This design comes from an exercise in tuning for small area, a short achievable clock period and few clock cycles on the open sky130 flow, not from production work.
No run shown here included a check of the RTL's function; only the layout flow was run.
Power figures rest on the tool's default switching activity, not on a simulated workload.

--- flow/constraint.sdc ---
create_clock -name core_clock -period 12.5 [get_ports {clk}]
set_input_delay 2.5000 -clock core_clock [delete_from_list [all_inputs] [get_ports {clk}]]
set_output_delay 2.5000 -clock core_clock [all_outputs]
set_load 0.01 [all_outputs]
--- flow/config.mk ---
export PLATFORM = sky130hd
export DESIGN_NAME = polder_lanes
export DESIGN_NICKNAME = polder_lanes
export VERILOG_FILES = /design/flow/design.v
export SDC_FILE = /design/flow/constraint.sdc
export NUM_CORES = 4
export LEC_CHECK = 0
export CAP_MARGIN = 20
export CORE_MARGIN = 2
export CORE_UTILIZATION = 40
export SETUP_SLACK_MARGIN = 5
export SLEW_MARGIN = 20
export SYNTH_HIERARCHICAL = 1
--- flow/design.v ---
module polder_lanes (
    input  wire         clk,
    input  wire         rst,           
    input  wire         in_valid,
    output wire         in_ready,
    input  wire         in_mode,       
    input  wire         in_last,       
    input  wire [31:0]  in_row,        
    input  wire [63:0]  in_col,        
    input  wire [1:0]   in_row_pres,
    input  wire [3:0]   in_col_pres,
    output wire         sh_valid,
    input  wire         sh_release,
    input  wire [2:0]   rd_lane,       
    output wire [33:0]  rd_re,
    output wire [33:0]  rd_im
);
    localparam ROWS = 2;
    localparam COLS = 4;
    localparam LANES = ROWS * COLS;
    function [15:0] unpack;   
        input [15:0] s;
        input        mode;
        begin
            if (mode)
                unpack = s;
            else
                unpack = {{4{s[3]}}, s[3:0], {4{s[7]}}, s[7:4]};
        end
    endfunction
    reg sh_full;    
    reg q_last;     
    reg clr;        
    reg ld;         
    reg clr_h;      
    reg ld_h;
    wire busy = sh_full | q_last | ld | ld_h;
    assign in_ready = ~(in_last & busy);
    assign sh_valid = sh_full;
    wire fire = in_valid & in_ready & ~rst;
    reg [15:0] q_row [0:ROWS-1];
    reg [15:0] q_col [0:COLS-1];
    genvar r, c;
    generate
        for (r = 0; r < ROWS; r = r + 1) begin : g_in_row
            always @(posedge clk)
                q_row[r] <= (fire & in_row_pres[r]) ? unpack(in_row[16*r +: 16], in_mode) : 16'd0;
        end
        for (c = 0; c < COLS; c = c + 1) begin : g_in_col
            always @(posedge clk)
                q_col[c] <= in_col_pres[c] ? unpack(in_col[16*c +: 16], in_mode) : 16'd0;
        end
    endgenerate
    always @(posedge clk) begin
        if (rst) begin
            q_last  <= 1'b0;
            clr     <= 1'b1;
            ld      <= 1'b0;
            clr_h   <= 1'b1;
            ld_h    <= 1'b0;
            sh_full <= 1'b0;
        end else begin
            q_last <= fire & in_last;
            clr    <= q_last;
            ld     <= q_last;
            clr_h  <= clr;
            ld_h   <= ld;
            if (ld_h)
                sh_full <= 1'b1;
            else if (sh_release)
                sh_full <= 1'b0;
        end
    end
    reg [16:0] nlo_re [0:LANES-1];    
    reg [16:0] nlo_im [0:LANES-1];
    reg [16:0] hi_re [0:LANES-1];
    reg [16:0] hi_im [0:LANES-1];
    reg        up_re [0:LANES-1];
    reg        dn_re [0:LANES-1];
    reg        up_im [0:LANES-1];
    reg        dn_im [0:LANES-1];
    reg [16:0] sh_nlo_re [0:LANES-1];  
    reg [16:0] sh_nlo_im [0:LANES-1];
    reg [16:0] sh_hi_re  [0:LANES-1];
    reg [16:0] sh_hi_im  [0:LANES-1];
    generate
        for (r = 0; r < ROWS; r = r + 1) begin : g_row
            for (c = 0; c < COLS; c = c + 1) begin : g_col
                localparam L = r * COLS + c;
                wire [7:0] xr = q_row[r][7:0];
                wire [7:0] xi = q_row[r][15:8];
                wire [7:0] yr = q_col[c][7:0];
                wire [7:0] yi = q_col[c][15:8];
                wire [16:0] ns_re, ns_im;
                wire inc_re, dec_re, inc_im, dec_im;
                pl_mac_re u_re (.xr(xr), .xi(xi), .yr(yr), .yi(yi),
                                .nxr(~xr), .nxi(~xi), .nyr(~yr), .nyi(~yi),
                                .na(nlo_re[L] | {17{clr}}),
                                .ns(ns_re), .inc(inc_re), .dec(dec_re));
                pl_mac_im u_im (.xr(xr), .xi(xi), .yr(yr), .yi(yi),
                                .nxr(~xr), .nxi(~xi), .nyr(~yr), .nyi(~yi),
                                .na(nlo_im[L] | {17{clr}}),
                                .ns(ns_im), .inc(inc_im), .dec(dec_im));
                wire [16:0] hb_re = clr_h ? 17'd0 : hi_re[L];
                wire [16:0] hb_im = clr_h ? 17'd0 : hi_im[L];
                always @(posedge clk) begin
                    nlo_re[L] <= ns_re;
                    nlo_im[L] <= ns_im;
                    up_re[L] <= inc_re;
                    dn_re[L] <= dec_re;
                    up_im[L] <= inc_im;
                    dn_im[L] <= dec_im;
                    hi_re[L] <= updown(hb_re, up_re[L], dn_re[L]);
                    hi_im[L] <= updown(hb_im, up_im[L], dn_im[L]);
                    if (ld) begin
                        sh_nlo_re[L] <= nlo_re[L];
                        sh_nlo_im[L] <= nlo_im[L];
                    end
                    if (ld_h) begin
                        sh_hi_re[L] <= hi_re[L];
                        sh_hi_im[L] <= hi_im[L];
                    end
                end
            end
        end
    endgenerate
    function [16:0] updown;
        input [16:0] h;
        input        up;
        input        down;
        integer i;
        reg ones, zeros;
        begin
            ones = 1'b1;
            zeros = 1'b1;
            for (i = 0; i < 17; i = i + 1) begin
                updown[i] = h[i] ^ ((up & ones) | (down & zeros));
                ones = ones & h[i];
                zeros = zeros & ~h[i];
            end
        end
    endfunction
    assign rd_re = {sh_hi_re[rd_lane], ~sh_nlo_re[rd_lane]};
    assign rd_im = {sh_hi_im[rd_lane], ~sh_nlo_im[rd_lane]};
endmodule
module pl_mac_re (
    input  wire [7:0] xr, xi, yr, yi,
    input  wire [7:0] nxr, nxi, nyr, nyi,   
    input  wire [16:0] na,                   
    output wire [16:0] ns,
    output wire inc,
    output wire dec
);
    wire t1, t2;
    pl_ha u_t1 (.a(~(xr[0] & yr[5])), .b(~(xr[1] & yr[4])), .s(t1), .co(t2));
    wire t3, t4;
    pl_ha u_t3 (.a(~(xr[0] & yr[6])), .b(~(xr[1] & yr[5])), .s(t3), .co(t4));
    wire t5, t6;
    pl_fa u_t5 (.a(~(xr[2] & yr[4])), .b(~(xr[3] & yr[3])), .c(~(xr[4] & yr[2])), .s(t5), .co(t6));
    wire t7, t8;
    pl_ha u_t7 (.a(~(nxr[0] | nyr[7])), .b(~(xr[1] & yr[6])), .s(t7), .co(t8));
    wire t9, t10;
    pl_fa u_t9 (.a(~(xr[2] & yr[5])), .b(~(xr[3] & yr[4])), .c(~(xr[4] & yr[3])), .s(t9), .co(t10));
    wire t11, t12;
    pl_fa u_t11 (.a(~(xr[5] & yr[2])), .b(~(xr[6] & yr[1])), .c(~(nxr[7] | nyr[0])), .s(t11), .co(t12));
    wire t13 = ~(~(nxi[0] | nyi[7]) ^ ~(xi[1] & yi[6]));
    wire t14 = ~(nxi[0] | nyi[7]) | ~(xi[1] & yi[6]);
    wire t15, t16;
    pl_ha u_t15 (.a(~(nxr[1] | nyr[7])), .b(~(xr[2] & yr[6])), .s(t15), .co(t16));
    wire t17, t18;
    pl_fa u_t17 (.a(~(xr[3] & yr[5])), .b(~(xr[4] & yr[4])), .c(~(xr[5] & yr[3])), .s(t17), .co(t18));
    wire t19, t20;
    pl_fa u_t19 (.a(~(xr[6] & yr[2])), .b(~(nxr[7] | nyr[1])), .c(~(nxi[1] | nyi[7])), .s(t19), .co(t20));
    wire t21 = ~(~(xi[2] & yi[6]) ^ ~(xi[3] & yi[5]));
    wire t22 = ~(xi[2] & yi[6]) | ~(xi[3] & yi[5]);
    wire t23, t24;
    pl_fa u_t23 (.a(~(nxr[2] | nyr[7])), .b(~(xr[3] & yr[6])), .c(~(xr[4] & yr[5])), .s(t23), .co(t24));
    wire t25, t26;
    pl_fa u_t25 (.a(~(xr[5] & yr[4])), .b(~(xr[6] & yr[3])), .c(~(nxr[7] | nyr[2])), .s(t25), .co(t26));
    wire t27, t28;
    pl_ha u_t27 (.a(~(xr[0] & yr[3])), .b(~(xr[1] & yr[2])), .s(t27), .co(t28));
    wire t29, t30;
    pl_ha u_t29 (.a(~(xr[0] & yr[4])), .b(~(xr[1] & yr[3])), .s(t29), .co(t30));
    wire t31, t32;
    pl_fa u_t31 (.a(~(xr[2] & yr[2])), .b(~(xr[3] & yr[1])), .c(~(xr[4] & yr[0])), .s(t31), .co(t32));
    wire t33, t34;
    pl_fa u_t33 (.a(~(xr[2] & yr[3])), .b(~(xr[3] & yr[2])), .c(~(xr[4] & yr[1])), .s(t33), .co(t34));
    wire t35, t36;
    pl_fa u_t35 (.a(~(xr[5] & yr[0])), .b(~(xi[0] & yi[5])), .c(~(xi[1] & yi[4])), .s(t35), .co(t36));
    wire t37 = ~(~(xi[2] & yi[3]) ^ ~(xi[3] & yi[2]));
    wire t38 = ~(xi[2] & yi[3]) | ~(xi[3] & yi[2]);
    wire t39, t40;
    pl_fa u_t39 (.a(~(xr[5] & yr[1])), .b(~(xr[6] & yr[0])), .c(~(xi[0] & yi[6])), .s(t39), .co(t40));
    wire t41, t42;
    pl_fa u_t41 (.a(~(xi[1] & yi[5])), .b(~(xi[2] & yi[4])), .c(~(xi[3] & yi[3])), .s(t41), .co(t42));
    wire t43, t44;
    pl_fa u_t43 (.a(~(xi[4] & yi[2])), .b(~(xi[5] & yi[1])), .c(~(xi[6] & yi[0])), .s(t43), .co(t44));
    wire t45 = ~(na[6] ^ t2);
    wire t46 = na[6] | t2;
    wire t47, t48;
    pl_fa u_t47 (.a(~(xi[2] & yi[5])), .b(~(xi[3] & yi[4])), .c(~(xi[4] & yi[3])), .s(t47), .co(t48));
    wire t49, t50;
    pl_fa u_t49 (.a(~(xi[5] & yi[2])), .b(~(xi[6] & yi[1])), .c(~(nxi[7] | nyi[0])), .s(t49), .co(t50));
    wire t51, t52;
    pl_fa u_t51 (.a(na[7]), .b(t4), .c(t6), .s(t51), .co(t52));
    wire t53, t54;
    pl_fa u_t53 (.a(t7), .b(t9), .c(t11), .s(t53), .co(t54));
    wire t55, t56;
    pl_fa u_t55 (.a(~(xi[4] & yi[4])), .b(~(xi[5] & yi[3])), .c(~(xi[6] & yi[2])), .s(t55), .co(t56));
    wire t57, t58;
    pl_fa u_t57 (.a(~(nxi[7] | nyi[1])), .b(na[8]), .c(t8), .s(t57), .co(t58));
    wire t59, t60;
    pl_fa u_t59 (.a(t10), .b(t12), .c(t14), .s(t59), .co(t60));
    wire t61, t62;
    pl_fa u_t61 (.a(t15), .b(t17), .c(t19), .s(t61), .co(t62));
    wire t63, t64;
    pl_fa u_t63 (.a(~(nxi[2] | nyi[7])), .b(~(xi[3] & yi[6])), .c(~(xi[4] & yi[5])), .s(t63), .co(t64));
    wire t65, t66;
    pl_fa u_t65 (.a(~(xi[5] & yi[4])), .b(~(xi[6] & yi[3])), .c(~(nxi[7] | nyi[2])), .s(t65), .co(t66));
    wire t67, t68;
    pl_fa u_t67 (.a(na[9]), .b(t16), .c(t18), .s(t67), .co(t68));
    wire t69, t70;
    pl_fa u_t69 (.a(t20), .b(t22), .c(t23), .s(t69), .co(t70));
    wire t71, t72;
    pl_fa u_t71 (.a(~(nxr[3] | nyr[7])), .b(~(xr[4] & yr[6])), .c(~(xr[5] & yr[5])), .s(t71), .co(t72));
    wire t73, t74;
    pl_fa u_t73 (.a(~(xr[6] & yr[4])), .b(~(nxr[7] | nyr[3])), .c(~(nxi[3] | nyi[7])), .s(t73), .co(t74));
    wire t75, t76;
    pl_fa u_t75 (.a(~(xi[4] & yi[6])), .b(~(xi[5] & yi[5])), .c(~(xi[6] & yi[4])), .s(t75), .co(t76));
    wire t77, t78;
    pl_fa u_t77 (.a(~(nxi[7] | nyi[3])), .b(na[10]), .c(t24), .s(t77), .co(t78));
    wire t79, t80;
    pl_fa u_t79 (.a(~(nxr[4] | nyr[7])), .b(~(xr[5] & yr[6])), .c(~(xr[6] & yr[5])), .s(t79), .co(t80));
    wire t81, t82;
    pl_fa u_t81 (.a(~(nxr[7] | nyr[4])), .b(~(nxi[4] | nyi[7])), .c(~(xi[5] & yi[6])), .s(t81), .co(t82));
    wire t83, t84;
    pl_ha u_t83 (.a(~(xr[0] & yr[2])), .b(~(xr[1] & yr[1])), .s(t83), .co(t84));
    wire t85, t86;
    pl_fa u_t85 (.a(~(xr[2] & yr[1])), .b(~(xr[3] & yr[0])), .c(~(xi[0] & yi[3])), .s(t85), .co(t86));
    wire t87 = ~(~(xi[1] & yi[2]) ^ ~(xi[2] & yi[1]));
    wire t88 = ~(xi[1] & yi[2]) | ~(xi[2] & yi[1]);
    wire t89, t90;
    pl_fa u_t89 (.a(~(xi[0] & yi[4])), .b(~(xi[1] & yi[3])), .c(~(xi[2] & yi[2])), .s(t89), .co(t90));
    wire t91, t92;
    pl_fa u_t91 (.a(~(xi[3] & yi[1])), .b(~(xi[4] & yi[0])), .c(na[4]), .s(t91), .co(t92));
    wire t93 = ~(t28 ^ t29);
    wire t94 = t28 | t29;
    wire t95, t96;
    pl_fa u_t95 (.a(~(xi[4] & yi[1])), .b(~(xi[5] & yi[0])), .c(na[5]), .s(t95), .co(t96));
    wire t97, t98;
    pl_fa u_t97 (.a(t30), .b(t32), .c(t33), .s(t97), .co(t98));
    wire t99, t100;
    pl_fa u_t99 (.a(t35), .b(t37), .c(t1), .s(t99), .co(t100));
    wire t101, t102;
    pl_fa u_t101 (.a(t34), .b(t36), .c(t38), .s(t101), .co(t102));
    wire t103, t104;
    pl_fa u_t103 (.a(t39), .b(t41), .c(t43), .s(t103), .co(t104));
    wire t105, t106;
    pl_fa u_t105 (.a(t3), .b(t5), .c(t45), .s(t105), .co(t106));
    wire t107, t108;
    pl_fa u_t107 (.a(t40), .b(t42), .c(t44), .s(t107), .co(t108));
    wire t109, t110;
    pl_fa u_t109 (.a(t47), .b(t49), .c(t13), .s(t109), .co(t110));
    wire t111, t112;
    pl_fa u_t111 (.a(t46), .b(t51), .c(t53), .s(t111), .co(t112));
    wire t113, t114;
    pl_fa u_t113 (.a(t48), .b(t50), .c(t55), .s(t113), .co(t114));
    wire t115, t116;
    pl_fa u_t115 (.a(t21), .b(t52), .c(t54), .s(t115), .co(t116));
    wire t117, t118;
    pl_fa u_t117 (.a(t57), .b(t59), .c(t61), .s(t117), .co(t118));
    wire t119, t120;
    pl_fa u_t119 (.a(t56), .b(t63), .c(t65), .s(t119), .co(t120));
    wire t121, t122;
    pl_fa u_t121 (.a(t25), .b(t58), .c(t60), .s(t121), .co(t122));
    wire t123, t124;
    pl_fa u_t123 (.a(t62), .b(t67), .c(t69), .s(t123), .co(t124));
    wire t125, t126;
    pl_fa u_t125 (.a(t64), .b(t66), .c(t71), .s(t125), .co(t126));
    wire t127, t128;
    pl_fa u_t127 (.a(t73), .b(t75), .c(t26), .s(t127), .co(t128));
    wire t129, t130;
    pl_fa u_t129 (.a(t68), .b(t70), .c(t77), .s(t129), .co(t130));
    wire t131, t132;
    pl_fa u_t131 (.a(~(xi[6] & yi[5])), .b(~(nxi[7] | nyi[4])), .c(na[11]), .s(t131), .co(t132));
    wire t133, t134;
    pl_fa u_t133 (.a(t72), .b(t74), .c(t76), .s(t133), .co(t134));
    wire t135, t136;
    pl_fa u_t135 (.a(t79), .b(t81), .c(t78), .s(t135), .co(t136));
    wire t137, t138;
    pl_fa u_t137 (.a(~(nxr[5] | nyr[7])), .b(~(xr[6] & yr[6])), .c(~(nxr[7] | nyr[5])), .s(t137), .co(t138));
    wire t139, t140;
    pl_fa u_t139 (.a(~(nxi[5] | nyi[7])), .b(~(xi[6] & yi[6])), .c(~(nxi[7] | nyi[5])), .s(t139), .co(t140));
    wire t141, t142;
    pl_fa u_t141 (.a(na[12]), .b(t80), .c(t82), .s(t141), .co(t142));
    wire t143, t144;
    pl_fa u_t143 (.a(~(nxr[6] | nyr[7])), .b(~(nxr[7] | nyr[6])), .c(~(nxi[6] | nyi[7])), .s(t143), .co(t144));
    wire t145, t146;
    pl_ha u_t145 (.a(~(xr[0] & yr[1])), .b(~(xr[1] & yr[0])), .s(t145), .co(t146));
    wire t147, t148;
    pl_fa u_t147 (.a(~(xr[2] & yr[0])), .b(~(xi[0] & yi[2])), .c(~(xi[1] & yi[1])), .s(t147), .co(t148));
    wire t149 = ~(~(xi[2] & yi[0]) ^ na[2]);
    wire t150 = ~(xi[2] & yi[0]) | na[2];
    wire t151, t152;
    pl_fa u_t151 (.a(~(xi[3] & yi[0])), .b(na[3]), .c(t84), .s(t151), .co(t152));
    wire t153, t154;
    pl_fa u_t153 (.a(t85), .b(t87), .c(t27), .s(t153), .co(t154));
    wire t155, t156;
    pl_fa u_t155 (.a(t86), .b(t88), .c(t89), .s(t155), .co(t156));
    wire t157, t158;
    pl_fa u_t157 (.a(t91), .b(t31), .c(t93), .s(t157), .co(t158));
    wire t159, t160;
    pl_fa u_t159 (.a(t90), .b(t92), .c(t95), .s(t159), .co(t160));
    wire t161, t162;
    pl_fa u_t161 (.a(t94), .b(t97), .c(t99), .s(t161), .co(t162));
    wire t163, t164;
    pl_fa u_t163 (.a(t96), .b(t98), .c(t100), .s(t163), .co(t164));
    wire t165, t166;
    pl_fa u_t165 (.a(t101), .b(t103), .c(t105), .s(t165), .co(t166));
    wire t167, t168;
    pl_fa u_t167 (.a(t102), .b(t104), .c(t107), .s(t167), .co(t168));
    wire t169, t170;
    pl_fa u_t169 (.a(t109), .b(t106), .c(t111), .s(t169), .co(t170));
    wire t171, t172;
    pl_fa u_t171 (.a(t108), .b(t110), .c(t113), .s(t171), .co(t172));
    wire t173, t174;
    pl_fa u_t173 (.a(t112), .b(t115), .c(t117), .s(t173), .co(t174));
    wire t175, t176;
    pl_fa u_t175 (.a(t114), .b(t119), .c(t116), .s(t175), .co(t176));
    wire t177, t178;
    pl_fa u_t177 (.a(t118), .b(t121), .c(t123), .s(t177), .co(t178));
    wire t179, t180;
    pl_fa u_t179 (.a(t120), .b(t125), .c(t127), .s(t179), .co(t180));
    wire t181, t182;
    pl_fa u_t181 (.a(t122), .b(t124), .c(t129), .s(t181), .co(t182));
    wire t183, t184;
    pl_fa u_t183 (.a(t131), .b(t126), .c(t128), .s(t183), .co(t184));
    wire t185, t186;
    pl_fa u_t185 (.a(t133), .b(t130), .c(t135), .s(t185), .co(t186));
    wire t187, t188;
    pl_fa u_t187 (.a(t132), .b(t137), .c(t139), .s(t187), .co(t188));
    wire t189, t190;
    pl_fa u_t189 (.a(t134), .b(t141), .c(t136), .s(t189), .co(t190));
    wire t191, t192;
    pl_fa u_t191 (.a(~(nxi[7] | nyi[6])), .b(na[13]), .c(t138), .s(t191), .co(t192));
    wire t193, t194;
    pl_fa u_t193 (.a(t140), .b(t143), .c(t142), .s(t193), .co(t194));
    wire t195, t196;
    pl_fa u_t195 (.a(~(xr[7] & yr[7])), .b(~(xi[7] & yi[7])), .c(na[14]), .s(t195), .co(t196));
    wire t197, t198;
    pl_ha u_t197 (.a(~(xr[0] & yr[0])), .b(~(xi[0] & yi[0])), .s(t197), .co(t198));
    wire t199, t200;
    pl_fa u_t199 (.a(~(xi[0] & yi[1])), .b(~(xi[1] & yi[0])), .c(na[1]), .s(t199), .co(t200));
    wire t201, t202;
    pl_fa u_t201 (.a(t146), .b(t147), .c(t149), .s(t201), .co(t202));
    wire t203, t204;
    pl_fa u_t203 (.a(t148), .b(t150), .c(t151), .s(t203), .co(t204));
    wire t205, t206;
    pl_fa u_t205 (.a(t152), .b(t154), .c(t155), .s(t205), .co(t206));
    wire t207, t208;
    pl_fa u_t207 (.a(t156), .b(t159), .c(t158), .s(t207), .co(t208));
    wire t209, t210;
    pl_fa u_t209 (.a(t160), .b(t162), .c(t163), .s(t209), .co(t210));
    wire t211, t212;
    pl_fa u_t211 (.a(t164), .b(t167), .c(t166), .s(t211), .co(t212));
    wire t213, t214;
    pl_fa u_t213 (.a(t168), .b(t171), .c(t170), .s(t213), .co(t214));
    wire t215, t216;
    pl_fa u_t215 (.a(t172), .b(t174), .c(t175), .s(t215), .co(t216));
    wire t217, t218;
    pl_fa u_t217 (.a(t179), .b(t176), .c(t178), .s(t217), .co(t218));
    wire t219, t220;
    pl_fa u_t219 (.a(t180), .b(t183), .c(t182), .s(t219), .co(t220));
    wire t221, t222;
    pl_fa u_t221 (.a(t187), .b(t184), .c(t186), .s(t221), .co(t222));
    wire t223, t224;
    pl_fa u_t223 (.a(t188), .b(t191), .c(t193), .s(t223), .co(t224));
    wire t225, t226;
    pl_fa u_t225 (.a(t195), .b(t144), .c(t192), .s(t225), .co(t226));
    wire t227 = ~(t198 ^ t199);
    wire t228 = t198 | t199;
    wire t229, t230;
    pl_fa u_t229 (.a(t200), .b(t83), .c(t201), .s(t229), .co(t230));
    wire t231, t232;
    pl_fa u_t231 (.a(t202), .b(t153), .c(t203), .s(t231), .co(t232));
    wire t233, t234;
    pl_fa u_t233 (.a(t204), .b(t205), .c(t157), .s(t233), .co(t234));
    wire t235, t236;
    pl_fa u_t235 (.a(t206), .b(t161), .c(t207), .s(t235), .co(t236));
    wire t237, t238;
    pl_fa u_t237 (.a(t208), .b(t209), .c(t165), .s(t237), .co(t238));
    wire t239, t240;
    pl_fa u_t239 (.a(t210), .b(t169), .c(t211), .s(t239), .co(t240));
    wire t241, t242;
    pl_fa u_t241 (.a(t173), .b(t212), .c(t213), .s(t241), .co(t242));
    wire t243, t244;
    pl_fa u_t243 (.a(t177), .b(t214), .c(t215), .s(t243), .co(t244));
    wire t245, t246;
    pl_fa u_t245 (.a(t181), .b(t216), .c(t217), .s(t245), .co(t246));
    wire t247, t248;
    pl_fa u_t247 (.a(t185), .b(t218), .c(t219), .s(t247), .co(t248));
    wire t249, t250;
    pl_fa u_t249 (.a(t189), .b(t220), .c(t221), .s(t249), .co(t250));
    wire t251, t252;
    pl_fa u_t251 (.a(t223), .b(t190), .c(t222), .s(t251), .co(t252));
    wire t253, t254;
    pl_fa u_t253 (.a(t225), .b(t194), .c(t224), .s(t253), .co(t254));
    wire t255, t256;
    pl_fa u_t255 (.a(na[15]), .b(t196), .c(t226), .s(t255), .co(t256));
    wire t257 = ~na[16];
    wire t258 = na[16];
    wire [16:0] nra = {t256, t254, t252, t250, t248, t246, t244, t242, t240, t238, t236, t234, t232, t230, t228, t227, na[0]};
    wire [16:0] nrb = {t257, t255, t253, t251, t249, t247, t245, t243, t241, t239, t237, t235, t233, t231, t229, t145, t197};
    wire [17:0] t = {1'b0, nra} + {1'b0, nrb};
    assign ns = t[16:0];
    assign inc = ~(t[17] | t258);
    assign dec = t[17] & t258;
endmodule
module pl_mac_im (
    input  wire [7:0] xr, xi, yr, yi,
    input  wire [7:0] nxr, nxi, nyr, nyi,   
    input  wire [16:0] na,                   
    output wire [16:0] ns,
    output wire inc,
    output wire dec
);
    wire t1, t2;
    pl_ha u_t1 (.a(~(xi[0] & yr[5])), .b(~(xi[1] & yr[4])), .s(t1), .co(t2));
    wire t3, t4;
    pl_ha u_t3 (.a(~(xi[0] & yr[6])), .b(~(xi[1] & yr[5])), .s(t3), .co(t4));
    wire t5, t6;
    pl_fa u_t5 (.a(~(xi[2] & yr[4])), .b(~(xi[3] & yr[3])), .c(~(xi[4] & yr[2])), .s(t5), .co(t6));
    wire t7, t8;
    pl_ha u_t7 (.a(~(nxi[0] | nyr[7])), .b(~(xi[1] & yr[6])), .s(t7), .co(t8));
    wire t9, t10;
    pl_fa u_t9 (.a(~(xi[2] & yr[5])), .b(~(xi[3] & yr[4])), .c(~(xi[4] & yr[3])), .s(t9), .co(t10));
    wire t11, t12;
    pl_fa u_t11 (.a(~(xi[5] & yr[2])), .b(~(xi[6] & yr[1])), .c(~(nxi[7] | nyr[0])), .s(t11), .co(t12));
    wire t13 = ~(~(xr[0] & yi[7]) ^ ~(nxr[1] | nyi[6]));
    wire t14 = ~(xr[0] & yi[7]) | ~(nxr[1] | nyi[6]);
    wire t15, t16;
    pl_ha u_t15 (.a(~(nxi[1] | nyr[7])), .b(~(xi[2] & yr[6])), .s(t15), .co(t16));
    wire t17, t18;
    pl_fa u_t17 (.a(~(xi[3] & yr[5])), .b(~(xi[4] & yr[4])), .c(~(xi[5] & yr[3])), .s(t17), .co(t18));
    wire t19, t20;
    pl_fa u_t19 (.a(~(xi[6] & yr[2])), .b(~(nxi[7] | nyr[1])), .c(~(xr[1] & yi[7])), .s(t19), .co(t20));
    wire t21 = ~(~(nxr[2] | nyi[6]) ^ ~(nxr[3] | nyi[5]));
    wire t22 = ~(nxr[2] | nyi[6]) | ~(nxr[3] | nyi[5]);
    wire t23, t24;
    pl_fa u_t23 (.a(~(nxi[2] | nyr[7])), .b(~(xi[3] & yr[6])), .c(~(xi[4] & yr[5])), .s(t23), .co(t24));
    wire t25, t26;
    pl_fa u_t25 (.a(~(xi[5] & yr[4])), .b(~(xi[6] & yr[3])), .c(~(nxi[7] | nyr[2])), .s(t25), .co(t26));
    wire t27, t28;
    pl_ha u_t27 (.a(~(xi[0] & yr[3])), .b(~(xi[1] & yr[2])), .s(t27), .co(t28));
    wire t29, t30;
    pl_ha u_t29 (.a(~(xi[0] & yr[4])), .b(~(xi[1] & yr[3])), .s(t29), .co(t30));
    wire t31, t32;
    pl_fa u_t31 (.a(~(xi[2] & yr[2])), .b(~(xi[3] & yr[1])), .c(~(xi[4] & yr[0])), .s(t31), .co(t32));
    wire t33, t34;
    pl_fa u_t33 (.a(~(xi[2] & yr[3])), .b(~(xi[3] & yr[2])), .c(~(xi[4] & yr[1])), .s(t33), .co(t34));
    wire t35, t36;
    pl_fa u_t35 (.a(~(xi[5] & yr[0])), .b(~(nxr[0] | nyi[5])), .c(~(nxr[1] | nyi[4])), .s(t35), .co(t36));
    wire t37 = ~(~(nxr[2] | nyi[3]) ^ ~(nxr[3] | nyi[2]));
    wire t38 = ~(nxr[2] | nyi[3]) | ~(nxr[3] | nyi[2]);
    wire t39, t40;
    pl_fa u_t39 (.a(~(xi[5] & yr[1])), .b(~(xi[6] & yr[0])), .c(~(nxr[0] | nyi[6])), .s(t39), .co(t40));
    wire t41, t42;
    pl_fa u_t41 (.a(~(nxr[1] | nyi[5])), .b(~(nxr[2] | nyi[4])), .c(~(nxr[3] | nyi[3])), .s(t41), .co(t42));
    wire t43, t44;
    pl_fa u_t43 (.a(~(nxr[4] | nyi[2])), .b(~(nxr[5] | nyi[1])), .c(~(nxr[6] | nyi[0])), .s(t43), .co(t44));
    wire t45 = ~(na[6] ^ t2);
    wire t46 = na[6] | t2;
    wire t47, t48;
    pl_fa u_t47 (.a(~(nxr[2] | nyi[5])), .b(~(nxr[3] | nyi[4])), .c(~(nxr[4] | nyi[3])), .s(t47), .co(t48));
    wire t49, t50;
    pl_fa u_t49 (.a(~(nxr[5] | nyi[2])), .b(~(nxr[6] | nyi[1])), .c(~(xr[7] & yi[0])), .s(t49), .co(t50));
    wire t51, t52;
    pl_fa u_t51 (.a(na[7]), .b(t4), .c(t6), .s(t51), .co(t52));
    wire t53, t54;
    pl_fa u_t53 (.a(t7), .b(t9), .c(t11), .s(t53), .co(t54));
    wire t55, t56;
    pl_fa u_t55 (.a(~(nxr[4] | nyi[4])), .b(~(nxr[5] | nyi[3])), .c(~(nxr[6] | nyi[2])), .s(t55), .co(t56));
    wire t57, t58;
    pl_fa u_t57 (.a(~(xr[7] & yi[1])), .b(na[8]), .c(t8), .s(t57), .co(t58));
    wire t59, t60;
    pl_fa u_t59 (.a(t10), .b(t12), .c(t14), .s(t59), .co(t60));
    wire t61, t62;
    pl_fa u_t61 (.a(t15), .b(t17), .c(t19), .s(t61), .co(t62));
    wire t63, t64;
    pl_fa u_t63 (.a(~(xr[2] & yi[7])), .b(~(nxr[3] | nyi[6])), .c(~(nxr[4] | nyi[5])), .s(t63), .co(t64));
    wire t65, t66;
    pl_fa u_t65 (.a(~(nxr[5] | nyi[4])), .b(~(nxr[6] | nyi[3])), .c(~(xr[7] & yi[2])), .s(t65), .co(t66));
    wire t67, t68;
    pl_fa u_t67 (.a(na[9]), .b(t16), .c(t18), .s(t67), .co(t68));
    wire t69, t70;
    pl_fa u_t69 (.a(t20), .b(t22), .c(t23), .s(t69), .co(t70));
    wire t71, t72;
    pl_fa u_t71 (.a(~(nxi[3] | nyr[7])), .b(~(xi[4] & yr[6])), .c(~(xi[5] & yr[5])), .s(t71), .co(t72));
    wire t73, t74;
    pl_fa u_t73 (.a(~(xi[6] & yr[4])), .b(~(nxi[7] | nyr[3])), .c(~(xr[3] & yi[7])), .s(t73), .co(t74));
    wire t75, t76;
    pl_fa u_t75 (.a(~(nxr[4] | nyi[6])), .b(~(nxr[5] | nyi[5])), .c(~(nxr[6] | nyi[4])), .s(t75), .co(t76));
    wire t77, t78;
    pl_fa u_t77 (.a(~(xr[7] & yi[3])), .b(na[10]), .c(t24), .s(t77), .co(t78));
    wire t79, t80;
    pl_fa u_t79 (.a(~(nxi[4] | nyr[7])), .b(~(xi[5] & yr[6])), .c(~(xi[6] & yr[5])), .s(t79), .co(t80));
    wire t81, t82;
    pl_fa u_t81 (.a(~(nxi[7] | nyr[4])), .b(~(xr[4] & yi[7])), .c(~(nxr[5] | nyi[6])), .s(t81), .co(t82));
    wire t83, t84;
    pl_ha u_t83 (.a(~(xi[0] & yr[2])), .b(~(xi[1] & yr[1])), .s(t83), .co(t84));
    wire t85, t86;
    pl_fa u_t85 (.a(~(xi[2] & yr[1])), .b(~(xi[3] & yr[0])), .c(~(nxr[0] | nyi[3])), .s(t85), .co(t86));
    wire t87 = ~(~(nxr[1] | nyi[2]) ^ ~(nxr[2] | nyi[1]));
    wire t88 = ~(nxr[1] | nyi[2]) | ~(nxr[2] | nyi[1]);
    wire t89, t90;
    pl_fa u_t89 (.a(~(nxr[0] | nyi[4])), .b(~(nxr[1] | nyi[3])), .c(~(nxr[2] | nyi[2])), .s(t89), .co(t90));
    wire t91, t92;
    pl_fa u_t91 (.a(~(nxr[3] | nyi[1])), .b(~(nxr[4] | nyi[0])), .c(na[4]), .s(t91), .co(t92));
    wire t93 = ~(t28 ^ t29);
    wire t94 = t28 | t29;
    wire t95, t96;
    pl_fa u_t95 (.a(~(nxr[4] | nyi[1])), .b(~(nxr[5] | nyi[0])), .c(na[5]), .s(t95), .co(t96));
    wire t97, t98;
    pl_fa u_t97 (.a(t30), .b(t32), .c(t33), .s(t97), .co(t98));
    wire t99, t100;
    pl_fa u_t99 (.a(t35), .b(t37), .c(t1), .s(t99), .co(t100));
    wire t101, t102;
    pl_fa u_t101 (.a(t34), .b(t36), .c(t38), .s(t101), .co(t102));
    wire t103, t104;
    pl_fa u_t103 (.a(t39), .b(t41), .c(t43), .s(t103), .co(t104));
    wire t105, t106;
    pl_fa u_t105 (.a(t3), .b(t5), .c(t45), .s(t105), .co(t106));
    wire t107, t108;
    pl_fa u_t107 (.a(t40), .b(t42), .c(t44), .s(t107), .co(t108));
    wire t109, t110;
    pl_fa u_t109 (.a(t47), .b(t49), .c(t13), .s(t109), .co(t110));
    wire t111, t112;
    pl_fa u_t111 (.a(t46), .b(t51), .c(t53), .s(t111), .co(t112));
    wire t113, t114;
    pl_fa u_t113 (.a(t48), .b(t50), .c(t55), .s(t113), .co(t114));
    wire t115, t116;
    pl_fa u_t115 (.a(t21), .b(t52), .c(t54), .s(t115), .co(t116));
    wire t117, t118;
    pl_fa u_t117 (.a(t57), .b(t59), .c(t61), .s(t117), .co(t118));
    wire t119, t120;
    pl_fa u_t119 (.a(t56), .b(t63), .c(t65), .s(t119), .co(t120));
    wire t121, t122;
    pl_fa u_t121 (.a(t25), .b(t58), .c(t60), .s(t121), .co(t122));
    wire t123, t124;
    pl_fa u_t123 (.a(t62), .b(t67), .c(t69), .s(t123), .co(t124));
    wire t125, t126;
    pl_fa u_t125 (.a(t64), .b(t66), .c(t71), .s(t125), .co(t126));
    wire t127, t128;
    pl_fa u_t127 (.a(t73), .b(t75), .c(t26), .s(t127), .co(t128));
    wire t129, t130;
    pl_fa u_t129 (.a(t68), .b(t70), .c(t77), .s(t129), .co(t130));
    wire t131, t132;
    pl_fa u_t131 (.a(~(nxr[6] | nyi[5])), .b(~(xr[7] & yi[4])), .c(na[11]), .s(t131), .co(t132));
    wire t133, t134;
    pl_fa u_t133 (.a(t72), .b(t74), .c(t76), .s(t133), .co(t134));
    wire t135, t136;
    pl_fa u_t135 (.a(t79), .b(t81), .c(t78), .s(t135), .co(t136));
    wire t137, t138;
    pl_fa u_t137 (.a(~(nxi[5] | nyr[7])), .b(~(xi[6] & yr[6])), .c(~(nxi[7] | nyr[5])), .s(t137), .co(t138));
    wire t139, t140;
    pl_fa u_t139 (.a(~(xr[5] & yi[7])), .b(~(nxr[6] | nyi[6])), .c(~(xr[7] & yi[5])), .s(t139), .co(t140));
    wire t141, t142;
    pl_fa u_t141 (.a(na[12]), .b(t80), .c(t82), .s(t141), .co(t142));
    wire t143, t144;
    pl_fa u_t143 (.a(~(nxi[6] | nyr[7])), .b(~(nxi[7] | nyr[6])), .c(~(xr[6] & yi[7])), .s(t143), .co(t144));
    wire t145, t146;
    pl_ha u_t145 (.a(~(xi[0] & yr[1])), .b(~(xi[1] & yr[0])), .s(t145), .co(t146));
    wire t147, t148;
    pl_fa u_t147 (.a(~(xi[2] & yr[0])), .b(~(nxr[0] | nyi[2])), .c(~(nxr[1] | nyi[1])), .s(t147), .co(t148));
    wire t149 = ~(~(nxr[2] | nyi[0]) ^ na[2]);
    wire t150 = ~(nxr[2] | nyi[0]) | na[2];
    wire t151, t152;
    pl_fa u_t151 (.a(~(nxr[3] | nyi[0])), .b(na[3]), .c(t84), .s(t151), .co(t152));
    wire t153, t154;
    pl_fa u_t153 (.a(t85), .b(t87), .c(t27), .s(t153), .co(t154));
    wire t155, t156;
    pl_fa u_t155 (.a(t86), .b(t88), .c(t89), .s(t155), .co(t156));
    wire t157, t158;
    pl_fa u_t157 (.a(t91), .b(t31), .c(t93), .s(t157), .co(t158));
    wire t159, t160;
    pl_fa u_t159 (.a(t90), .b(t92), .c(t95), .s(t159), .co(t160));
    wire t161, t162;
    pl_fa u_t161 (.a(t94), .b(t97), .c(t99), .s(t161), .co(t162));
    wire t163, t164;
    pl_fa u_t163 (.a(t96), .b(t98), .c(t100), .s(t163), .co(t164));
    wire t165, t166;
    pl_fa u_t165 (.a(t101), .b(t103), .c(t105), .s(t165), .co(t166));
    wire t167, t168;
    pl_fa u_t167 (.a(t102), .b(t104), .c(t107), .s(t167), .co(t168));
    wire t169, t170;
    pl_fa u_t169 (.a(t109), .b(t106), .c(t111), .s(t169), .co(t170));
    wire t171, t172;
    pl_fa u_t171 (.a(t108), .b(t110), .c(t113), .s(t171), .co(t172));
    wire t173, t174;
    pl_fa u_t173 (.a(t112), .b(t115), .c(t117), .s(t173), .co(t174));
    wire t175, t176;
    pl_fa u_t175 (.a(t114), .b(t119), .c(t116), .s(t175), .co(t176));
    wire t177, t178;
    pl_fa u_t177 (.a(t118), .b(t121), .c(t123), .s(t177), .co(t178));
    wire t179, t180;
    pl_fa u_t179 (.a(t120), .b(t125), .c(t127), .s(t179), .co(t180));
    wire t181, t182;
    pl_fa u_t181 (.a(t122), .b(t124), .c(t129), .s(t181), .co(t182));
    wire t183, t184;
    pl_fa u_t183 (.a(t131), .b(t126), .c(t128), .s(t183), .co(t184));
    wire t185, t186;
    pl_fa u_t185 (.a(t133), .b(t130), .c(t135), .s(t185), .co(t186));
    wire t187, t188;
    pl_fa u_t187 (.a(t132), .b(t137), .c(t139), .s(t187), .co(t188));
    wire t189, t190;
    pl_fa u_t189 (.a(t134), .b(t141), .c(t136), .s(t189), .co(t190));
    wire t191, t192;
    pl_fa u_t191 (.a(~(xr[7] & yi[6])), .b(na[13]), .c(t138), .s(t191), .co(t192));
    wire t193, t194;
    pl_fa u_t193 (.a(t140), .b(t143), .c(t142), .s(t193), .co(t194));
    wire t195, t196;
    pl_fa u_t195 (.a(~(xi[7] & yr[7])), .b(~(nxr[7] | nyi[7])), .c(na[14]), .s(t195), .co(t196));
    wire t197 = ~(~(nxr[0] | nyi[1]) ^ ~(nxr[1] | nyi[0]));
    wire t198 = ~(nxr[0] | nyi[1]) | ~(nxr[1] | nyi[0]);
    wire t199, t200;
    pl_fa u_t199 (.a(t146), .b(t147), .c(t149), .s(t199), .co(t200));
    wire t201, t202;
    pl_fa u_t201 (.a(t148), .b(t150), .c(t151), .s(t201), .co(t202));
    wire t203, t204;
    pl_fa u_t203 (.a(t152), .b(t154), .c(t155), .s(t203), .co(t204));
    wire t205, t206;
    pl_fa u_t205 (.a(t156), .b(t159), .c(t158), .s(t205), .co(t206));
    wire t207, t208;
    pl_fa u_t207 (.a(t160), .b(t162), .c(t163), .s(t207), .co(t208));
    wire t209, t210;
    pl_fa u_t209 (.a(t164), .b(t167), .c(t166), .s(t209), .co(t210));
    wire t211, t212;
    pl_fa u_t211 (.a(t168), .b(t171), .c(t170), .s(t211), .co(t212));
    wire t213, t214;
    pl_fa u_t213 (.a(t172), .b(t174), .c(t175), .s(t213), .co(t214));
    wire t215, t216;
    pl_fa u_t215 (.a(t179), .b(t176), .c(t178), .s(t215), .co(t216));
    wire t217, t218;
    pl_fa u_t217 (.a(t180), .b(t183), .c(t182), .s(t217), .co(t218));
    wire t219, t220;
    pl_fa u_t219 (.a(t187), .b(t184), .c(t186), .s(t219), .co(t220));
    wire t221, t222;
    pl_fa u_t221 (.a(t188), .b(t191), .c(t193), .s(t221), .co(t222));
    wire t223, t224;
    pl_fa u_t223 (.a(t195), .b(t144), .c(t192), .s(t223), .co(t224));
    wire t225 = ~(~(xi[0] & yr[0]) ^ ~(nxr[0] | nyi[0]));
    wire t226 = ~(xi[0] & yr[0]) | ~(nxr[0] | nyi[0]);
    wire t227, t228;
    pl_fa u_t227 (.a(na[1]), .b(t197), .c(t145), .s(t227), .co(t228));
    wire t229, t230;
    pl_fa u_t229 (.a(t198), .b(t83), .c(t199), .s(t229), .co(t230));
    wire t231, t232;
    pl_fa u_t231 (.a(t200), .b(t153), .c(t201), .s(t231), .co(t232));
    wire t233, t234;
    pl_fa u_t233 (.a(t202), .b(t203), .c(t157), .s(t233), .co(t234));
    wire t235, t236;
    pl_fa u_t235 (.a(t204), .b(t161), .c(t205), .s(t235), .co(t236));
    wire t237, t238;
    pl_fa u_t237 (.a(t206), .b(t207), .c(t165), .s(t237), .co(t238));
    wire t239, t240;
    pl_fa u_t239 (.a(t208), .b(t169), .c(t209), .s(t239), .co(t240));
    wire t241, t242;
    pl_fa u_t241 (.a(t173), .b(t210), .c(t211), .s(t241), .co(t242));
    wire t243, t244;
    pl_fa u_t243 (.a(t177), .b(t212), .c(t213), .s(t243), .co(t244));
    wire t245, t246;
    pl_fa u_t245 (.a(t181), .b(t214), .c(t215), .s(t245), .co(t246));
    wire t247, t248;
    pl_fa u_t247 (.a(t185), .b(t216), .c(t217), .s(t247), .co(t248));
    wire t249, t250;
    pl_fa u_t249 (.a(t189), .b(t218), .c(t219), .s(t249), .co(t250));
    wire t251, t252;
    pl_fa u_t251 (.a(t221), .b(t190), .c(t220), .s(t251), .co(t252));
    wire t253, t254;
    pl_fa u_t253 (.a(t223), .b(t194), .c(t222), .s(t253), .co(t254));
    wire t255, t256;
    pl_fa u_t255 (.a(na[15]), .b(t196), .c(t224), .s(t255), .co(t256));
    wire t257 = ~na[16];
    wire t258 = na[16];
    wire [16:0] nra = {t256, t254, t252, t250, t248, t246, t244, t242, t240, t238, t236, t234, t232, t230, t228, t226, t225};
    wire [16:0] nrb = {t257, t255, t253, t251, t249, t247, t245, t243, t241, t239, t237, t235, t233, t231, t229, t227, na[0]};
    wire [17:0] t = {1'b0, nra} + {1'b0, nrb};
    assign ns = t[16:0];
    assign inc = ~(t[17] | t258);
    assign dec = t[17] & t258;
endmodule
module pl_fa (input wire a, input wire b, input wire c, output wire s, output wire co);
    assign s = a ^ b ^ c;
    assign co = (a & b) | (a & c) | (b & c);
endmodule
module pl_ha (input wire a, input wire b, output wire s, output wire co);
    assign s = a ^ b;
    assign co = a & b;
endmodule
--- flow/run.sh ---
#!/bin/bash
# synth_recipe.tcl (not shown) runs the flow's synth.tcl, then flattens the netlist and writes it again
# the make line also repeats each setting of config.mk as NAME=value (left out here)
make -C /OpenROAD-flow-scripts/flow DESIGN_CONFIG=/design/flow/config.mk WORK_HOME=/design/flow/orfs CLKGATE_MAP_FILE= SYNTH_SCRIPT=/design/flow/synth_recipe.tcl finish
==> impl_metrics.csv, run 1 <==
group,metric,value,unit
power_and_ir_drop,p_int,15400,uW
status,outcome,"finished clean",
logic_synthesis,synth-compound-area-share,0.0970,
timing,slew_headroom,0.159,
route,via_per_inst,5.93,
setup_path,crit_start,"rd_lane[0]",
setup_path,path_depth,7,
power_and_ir_drop,swShare,0.464,
die,coreArea,279000,um2
power_and_ir_drop,power_density,231,nW/um2
global_routing,grt_max_degree,164,
logic_synthesis,async_reset_ff_frac,0,
setup_path,crit_chain,"buf_16, buf_16, nor2b_2, a22o_1, a221o_1, o21ai_0, clkdlybuf4s50_1",
setup_path,timing.rr.start,"q_row[0][8]",
power_and_ir_drop,seq_power_share,0.258,
timing,final.setup.tns,0,ns
route,drc,0,
setup_path,reg2reg_to,"dn_im[0]",
global_routing,grtUsageTotal,0.291,
finish,area.growth.synth_to_final,11.1,%
power_and_ir_drop,power.share.clock,0.156,
die,dieArea,284000,um2
logic_synthesis,synth_top_area_cell,"fa_1",
setup_path,endpoint,"rd_im[7]",
die,fp-row-count,194,
placed_design,gp_congestion,0.980,
run,cap_viol_max_count,0,
logic_synthesis,synth_edf_count,544,
setup_path,critPathKind,"in2out",
die,io_pins,181,
power_and_ir_drop,p_comb_frac,0.586,
clock_network,clock-sinks,1222,
finish,final_nets,13400,
logic_synthesis,synth_top_area_share,0.321,
clock_network,htree_levels,4,
global_routing,antenna_found_initial,42,
clock_network,cts.path.max_buffers,4,
global_routing,grt_pass1_vias,91500,
finish,multi_input_area,78500,um2
route,detail_route.wirelength,416,mm
placed_design,io_buffers,180,
logic_synthesis,ys_types,103,
logic_synthesis,synth_top_family_by_area,"adder cells",
route,routed-via-count,88100,
logic_synthesis,synth_fp_nets,13200,
placed_design,post-dp-hpwl,307,mm
logic_synthesis,syn_avg_cell_area,10.4,um2
logic_synthesis,ys_top_cells_by_area,"fa_1, edfxtp_1, dfxtp_1",
clock_network,cts_tree,"done",
finish,fillers,26200,
setup_path,worst-path-buf-inv,3,
setup_path,rrSetupSlack,5.63,ns
timing,setup_viol,0,
logic_synthesis,synthFlopType,"dfxtp_1",
route,wl_per_cell,28.0,um
power_and_ir_drop,vdd_drop_max,0.271,mV
logic_synthesis,muxShareOfSynthArea,0.0232,
timing,max_freq,131,MHz
timing,worstMarginPinSlew,1.26,ns
die,die_w,533,um
logic_synthesis,ys_ff_latch,1222,
timing,hold_viol,0,
die,die_h,533,um
timing,clock_skew,0.0449,ns
global_routing,grt_pass1_wl,608,mm
clock_network,clock_latency,0.86,ns
global_routing,grt-ovfl-total,0,
logic_synthesis,synth-simple-area-share,0.170,
clock_network,cts_made_buffers,152,
clock_network,holdBufCountCts,0,
timing,slew_violations,0,
clock_network,cts_root_buffer,"clkbuf_16",
setup_path,cp_top_family,"buffers and inverters",
die,start_util,0.401,
logic_synthesis,synth_adder_area_share,0.382,
setup_path,cp_common_cell,"buf_16",
timing,rsz0062_at_grt,"true",
power_and_ir_drop,p_leak,0.0438,uW
route,drtAntennaViolNets,0,
logic_synthesis,synth_cells,10800,
setup_path,crit_slowest_cell,"nor2b_2",
setup_path,crit_fanout,19,
setup_path,crit_required,10.00,ns
timing,fin_crit,7.65,ns
setup_path,crit_path_start_kind,"input port",
setup_path,critPathCaptureType,"output pin",
clock_network,clkTransAtPathRegs,0.06,ns
finish,seqCellArea,30000,um2
route,firstDrtPassIters,8,
setup_path,critPathMaxStageDelay,0.77,ns
power_and_ir_drop,p_total,28700,uW
worst_hold_path,min-delay-start,"nlo_im[4][15]",
route,drt_iter0_drc,8789,
logic_synthesis,yosys_warnings,21,
power_and_ir_drop,p_sw,13300,uW
finish,drive_gt1_frac,0.103,
worst_hold_path,hold_path_class,"reg2reg",
setup_path,ff2ff_path_depth,16,
timing,post-route-period-util,0.612,
logic_synthesis,ys_seq_area_frac,0.267,
logic_synthesis,synth_xor_area_frac,0.0280,
setup_path,cp.arrival,5.15,ns
logic_synthesis,syn_area,112000,um2
## through the flow
step | instance area (um2) | util | setup slack (ns) | hold WS [ns] | instances
2_1_floorplan | 112000 | - | 5.82 | 0.400 | 10800
3_5_place_dp | 118000 | 0.425 | 3.54 | 0.407 | 14500
5_1_grt | 124000 | 0.445 | 4.90 | 0.429 | 14800
3_3_place_gp | 118000 | 0.425 | 3.54 | 0.407 | 14500
6_report | 124000 | 0.446 | 4.85 | 0.417 | 14900
4_1_cts | 124000 | 0.445 | 4.79 | 0.418 | 14800
## per-layer routing
layer,part of all wire,vias up,track usage
met5,0.00040,-,0
met3,0.12,1222,0.105
li1,-,36900,-
met1,0.37,45000,0.357
met4,0.071,24,0.174
met2,0.43,5013,0.438
## flip-flops by register name, indices dropped and copies added, names as in the netlist, 32 cells and up
| signal | flops |
|---|---|
| q_col | 64 |
| sh_hi_re | 136 |
| q_row | 32 |
| sh_nlo_re | 136 |
| sh_nlo_im | 136 |
| hi_re | 136 |
| nlo_re | 136 |
| sh_hi_im | 136 |
| nlo_im | 136 |
| hi_im | 136 |
## how the worst min path moves through the flow
stage                     depth (start not counted)                to  slack, ns
after global routing                              0   sh_nlo_im[1][3]       0.43
after floorplan                                   0   sh_nlo_im[0][0]       0.40
after detailed placement                          0   sh_nlo_im[4][2]       0.41
after CTS                                         0   sh_nlo_im[1][3]       0.42
final                                             0  sh_nlo_im[4][15]       0.42
after global placement                            0  sh_nlo_im[4][16]       0.41
## modules after synthesis, one instance, submodules excluded
module / flops+latches / copies in the design / cells inside
pl_ha: 0 / 136 / 1
pl_mac_im: 0 / 8 / 271
polder_lanes: 1222 / 1 / 4422
pl_fa: 0 / 1776 / 1
pl_mac_re: 0 / 8 / 283
## placed cells by master, fill, tap and decap left out, drive strengths merged, types with 63 or more instances in the layout
master	instances
fa	1792
nand2	1733
nor2	1114
dfxtp	678
inv	641
ha	544
edfxtp	544
a21oi	395
or2	385
o21ai	345
xnor2	202
clkbuf	196
buf	183
clkdlybuf4s50	175
nand3	167
xor2	156
and2	135
nor2b	124
mux2i	101
nor3	100
a21o	77
nand4	74
o21a	64
o22ai	63
## cell usage after synthesis, types with 98 or more instances
library cell,instances
xor2_1,156
edfxtp_1,544
nand2_1,1733
or2_2,383
fa_1,1792
o21ai_0,336
nor2_1,1114
nor3_1,98
inv_1,633
clkbuf_1,199
mux2i_1,101
dfxtp_1,678
nor2b_1,116
xnor2_1,202
a21oi_1,379
and2_1,125
ha_1,544
nand3_1,167
## cell families after synthesis
logic type,count (synthesis)
compound gates,1567
simple gates,4149
flops,1222
fa+ha+maj,2336
buf+inv,933
mux,201
xor+xnor,358
## layout make-up
type / instances / area share
Antenna cell: 27 / 0.000544
Clock buffer: 193 / 0.0337
Clock inverter: 76 / 0.00590
Inverter: 634 / 0.0192
Multi-Input combinational cell: 8611 / 0.632
Sequential cell: 1222 / 0.241
Tap cell: 3724 / 0.0375
Timing Repair Buffer: 370 / 0.0297
## what timing repair did
item	in CTS	in global routing
cloned	9	1
buffers inserted	6	0
pin swaps	2	1
setup endpoints to repair	68	27
resized for setup	61	20
## power groups by stage
stage	clock, uW	combinational [uW]	sequential, uW
2_1_floorplan	0	13000	6330
3_3_place_gp	0	16200	7360
3_5_place_dp	0	16500	7380
4_1_cts	4550	16600	7320
5_1_grt	4690	18700	7470
6_report	4480	16800	7390
==> run 2, diff against run 1 <==
==> flow/flow/run.sh (new file) <==
#!/bin/bash
set -e
export SETUP_SLACK_MARGIN=6.0
bash standard.sh > standard.log 2>&1
==> flow/standard.sh (new file) <==
#!/bin/bash
# synth_recipe.tcl (not shown) runs the flow's synth.tcl, then flattens the netlist and writes it again
# the make line also repeats each setting of config.mk as NAME=value (left out here)
make -C /OpenROAD-flow-scripts/flow DESIGN_CONFIG=/design/flow/config.mk WORK_HOME=/design/flow/orfs CLKGATE_MAP_FILE= SYNTH_SCRIPT=/design/flow/synth_recipe.tcl "${@:-finish}"
--- a/flow/config.mk
+++ b/flow/config.mk
@@ -10,3 +10,2 @@
 export CORE_UTILIZATION = 40
-export SETUP_SLACK_MARGIN = 5
 export SLEW_MARGIN = 20
removed: flow/run.sh
==> run 2 against run 1 <==
Net effect: synthesized cell count unchanged; largest cell class unchanged; global-route usage is 1.1 points higher; combinational power about the same.
==> impl_metrics.csv, run 2 <==
group,metric,value,unit
timing,post-route-period-util,0.585,
logic_synthesis,syn_avg_cell_area,10.4,um2
route,wl_per_cell,28.9,um
logic_synthesis,synth_fp_nets,13200,
route,routed-via-count,89100,
timing,whs,0.418,ns
setup_path,crit_slowest_cell,"a222oi_1",
route,via_per_inst,5.96,
logic_synthesis,async_reset_ff_frac,0,
logic_synthesis,synth_top_area_share,0.321,
clock_network,cts.path.max_buffers,4,
finish,final_cell_mix,"fa_1, nand2_1, nor2_1, dfxtp_1, inv_1",
finish,area.growth.synth_to_final,13.2,%
timing,fin_crit,7.31,ns
placed_design,io_buffers,180,
setup_path,crit_fanout,10,
status,outcome,"finished clean",
power_and_ir_drop,power_density,231,nW/um2
die,die_h,533,um
finish,drive_gt1_frac,0.126,
global_routing,antenna_found_initial,44,
timing,clock_skew,0.0621,ns
setup_path,cp_top_family,"compound AO/OA/AOI/OAI gates",
clock_network,cts_root_buffer,"clkbuf_16",
global_routing,grt-ovfl-total,0,
route,drt_iter0_drc,9613,
route,firstDrtPassIters,7,
clock_network,clkTransAtPathRegs,0.06,ns
logic_synthesis,ys_seq_area_frac,0.267,
clock_network,cts_made_buffers,155,
logic_synthesis,ys_top_cells_by_area,"fa_1, edfxtp_1, dfxtp_1",
setup_path,critPathCaptureType,"output pin",
route,detail_route.wirelength,432,mm
placed_design,post-dp-hpwl,312,mm
run,cap_viol_max_count,0,
setup_path,critPathMaxStageDelay,0.96,ns
timing,setup_viol,0,
setup_path,critPathKind,"in2out",
die,die_w,533,um
logic_synthesis,synth_edf_count,544,
logic_synthesis,synthFlopType,"dfxtp_1",
timing,rsz0062_at_grt,"true",
logic_synthesis,yosysMostFrequentCell,"fa_1",
setup_path,cp.arrival,4.81,ns
logic_synthesis,ys_ff_latch,1222,
logic_synthesis,ys_types,103,
power_and_ir_drop,p_leak,0.0450,uW
setup_path,crit_chain,"bufbuf_16, nor2b_4, a22o_1, a222oi_1, o21ai_2, o21ai_1, buf_2",
die,start_util,0.401,
global_routing,grtUsageTotal,0.302,
power_and_ir_drop,vdd_drop_max,0.344,mV
global_routing,grt_pass1_vias,92100,
route,drc,0,
setup_path,worst-path-buf-inv,2,
timing,worstMarginPinSlew,1.23,ns
clock_network,clock-sinks,1222,
power_and_ir_drop,p_total,29300,uW
die,dieArea,284000,um2
die,coreArea,279000,um2
die,fp-row-count,194,
route,drtAntennaViolNets,0,
die,io_pins,181,
timing,slew_violations,0,
logic_synthesis,synth_cells,10800,
global_routing,grt_max_degree,123,
finish,utilization,0.454,
clock_network,htree_levels,4,
timing,final.setup.tns,0,ns
logic_synthesis,ys_top_cells_by_count,"fa_1, nand2_1, nor2_1",
clock_network,cts_tree,"done",
timing,max_freq,137,MHz
finish,fillers,26000,
finish,mostFrequentLayoutCell,"fa_1",
placed_design,gp_congestion,0.976,
logic_synthesis,syn_area,112000,um2
finish,final_nets,13500,
logic_synthesis,yosys_warnings,21,
logic_synthesis,synth_top_area_cell,"fa_1",
worst_hold_path,hold_path_class,"reg2reg",
clock_network,clock_latency,0.88,ns
timing,slew_headroom,0.182,
setup_path,crit_path_start_kind,"input port",
global_routing,grt_pass1_wl,627,mm
timing,hold_viol,0,
setup_path,crit_required,10.00,ns
-- run 2: cell counts after synthesis --
Identical to the previous run, type by type.
-- run 2: timing repair --
action                     CTS  global route
gates cloned                24             1
buffers inserted            58            22
hold buffers                 0             0
setup endpoints to repair   78            78
resized for setup          448           155
pin swaps                   38            18
-- run 2: stage by stage --
stage                     area, um2  cells  setup slack, ns
final                        127000  15000             5.19
after global routing         126000  14900             5.33
after CTS                    126000  14900             5.45
after detailed placement     119000  14500             3.53
after global placement       119000  14500             3.56
after floorplan              112000  10800             5.96
-- run 2: worst paths after layout --
kind | start | to | slack [ns] | cells after the start
setup reg to reg | q_row[1][15] | dn_im[4] | 6.07 | 18
hold reg to reg | nlo_re[3][16] | sh_nlo_re[3][16] | 0.42 | 0
hold / removal | nlo_re[3][16] | sh_nlo_re[3][16] | 0.42 | 0
setup / recovery | rd_lane[1] | rd_re[6] | 5.19 | 7
-- run 2: area by class of cell --
class,count,area [um2],area share
diodes,27,67.6,0.000534
clock buffers,197,4400,0.0348
clock inverters,78,941,0.00744
inverters,634,2430,0.0192
multi-input cells,8611,79200,0.626
flip-flops and latches,1222,30000,0.237
well taps,3724,4660,0.0368
repair buffers,463,4850,0.0383
-- run 2: kinds of logic (layout without fill, tap and decap cells) --
logic type / Yosys count / count (layout) / share of synthesized area
multiplexers: 201 / 201 / 0.0232
AO/OA/AOI/OAI: 1567 / 1567 / 0.0970
buffers and inverters: 933 / 1372 / 0.0322
AND/OR/NAND/NOR: 4149 / 4149 / 0.170
other: 0 / 27 / 0
flip-flops: 1222 / 1222 / 0.267
adder cells (fa/ha/maj): 2336 / 2336 / 0.382
XOR/XNOR: 358 / 358 / 0.0280
-- run 2: per-module statistics from Yosys (local to each module, per instance) --
module | flops+latches | cells
pl_mac_im | 0 | 271
polder_lanes | 1222 | 4422
pl_mac_re | 0 | 283
pl_fa | 0 | 1
pl_ha | 0 | 1
-- run 2: power by group --
group / internal (uW) / switching (uW)
sequential: 5640 / 1790
combinational: 7180 / 9820
clock: 2890 / 1920
-- run 2: metal layers --
layer  up-vias  global-route usage  share of wire
met2      5310               0.454           0.43
met5         -                   0        0.00057
met4        30               0.179          0.074
met1     45300               0.378           0.38
li1      37100                   -              -
met3      1329              0.0996           0.12

==> static timing again, ports no longer ideal <==
Ports are ideal in the flow. The routed layouts listed here were re-timed in OpenROAD.
Step 1: set_driving_cell puts a clkbuf_16 on clk and a buf_2 on each other input, an assumption about the parent block.
Step 2, shift: input delay + t, output delay - t, t = (earliest + latest rising clock arrival at the registers) / 2. This alone moves slack from input paths to output paths.
Three values: no drivers, after step 1, after step 2; two values: the first two.
run | shift t [ns] | setup WS [ns] | slew at the worst register clock pin (ns) | cell pins on the clock port's net
run 1 | 0.941 | 4.845 / 4.510 / 4.510 | 0.08 / 0.08 | 1
run 2 | 0.951 | 5.186 / 4.853 / 4.853 | 0.07 / 0.07 | 1
After both steps setup and hold are still met in every run listed. The setup slack of run 1, which loses most, moves by -0.335 ns with the drivers and by -0.335 ns with both steps.
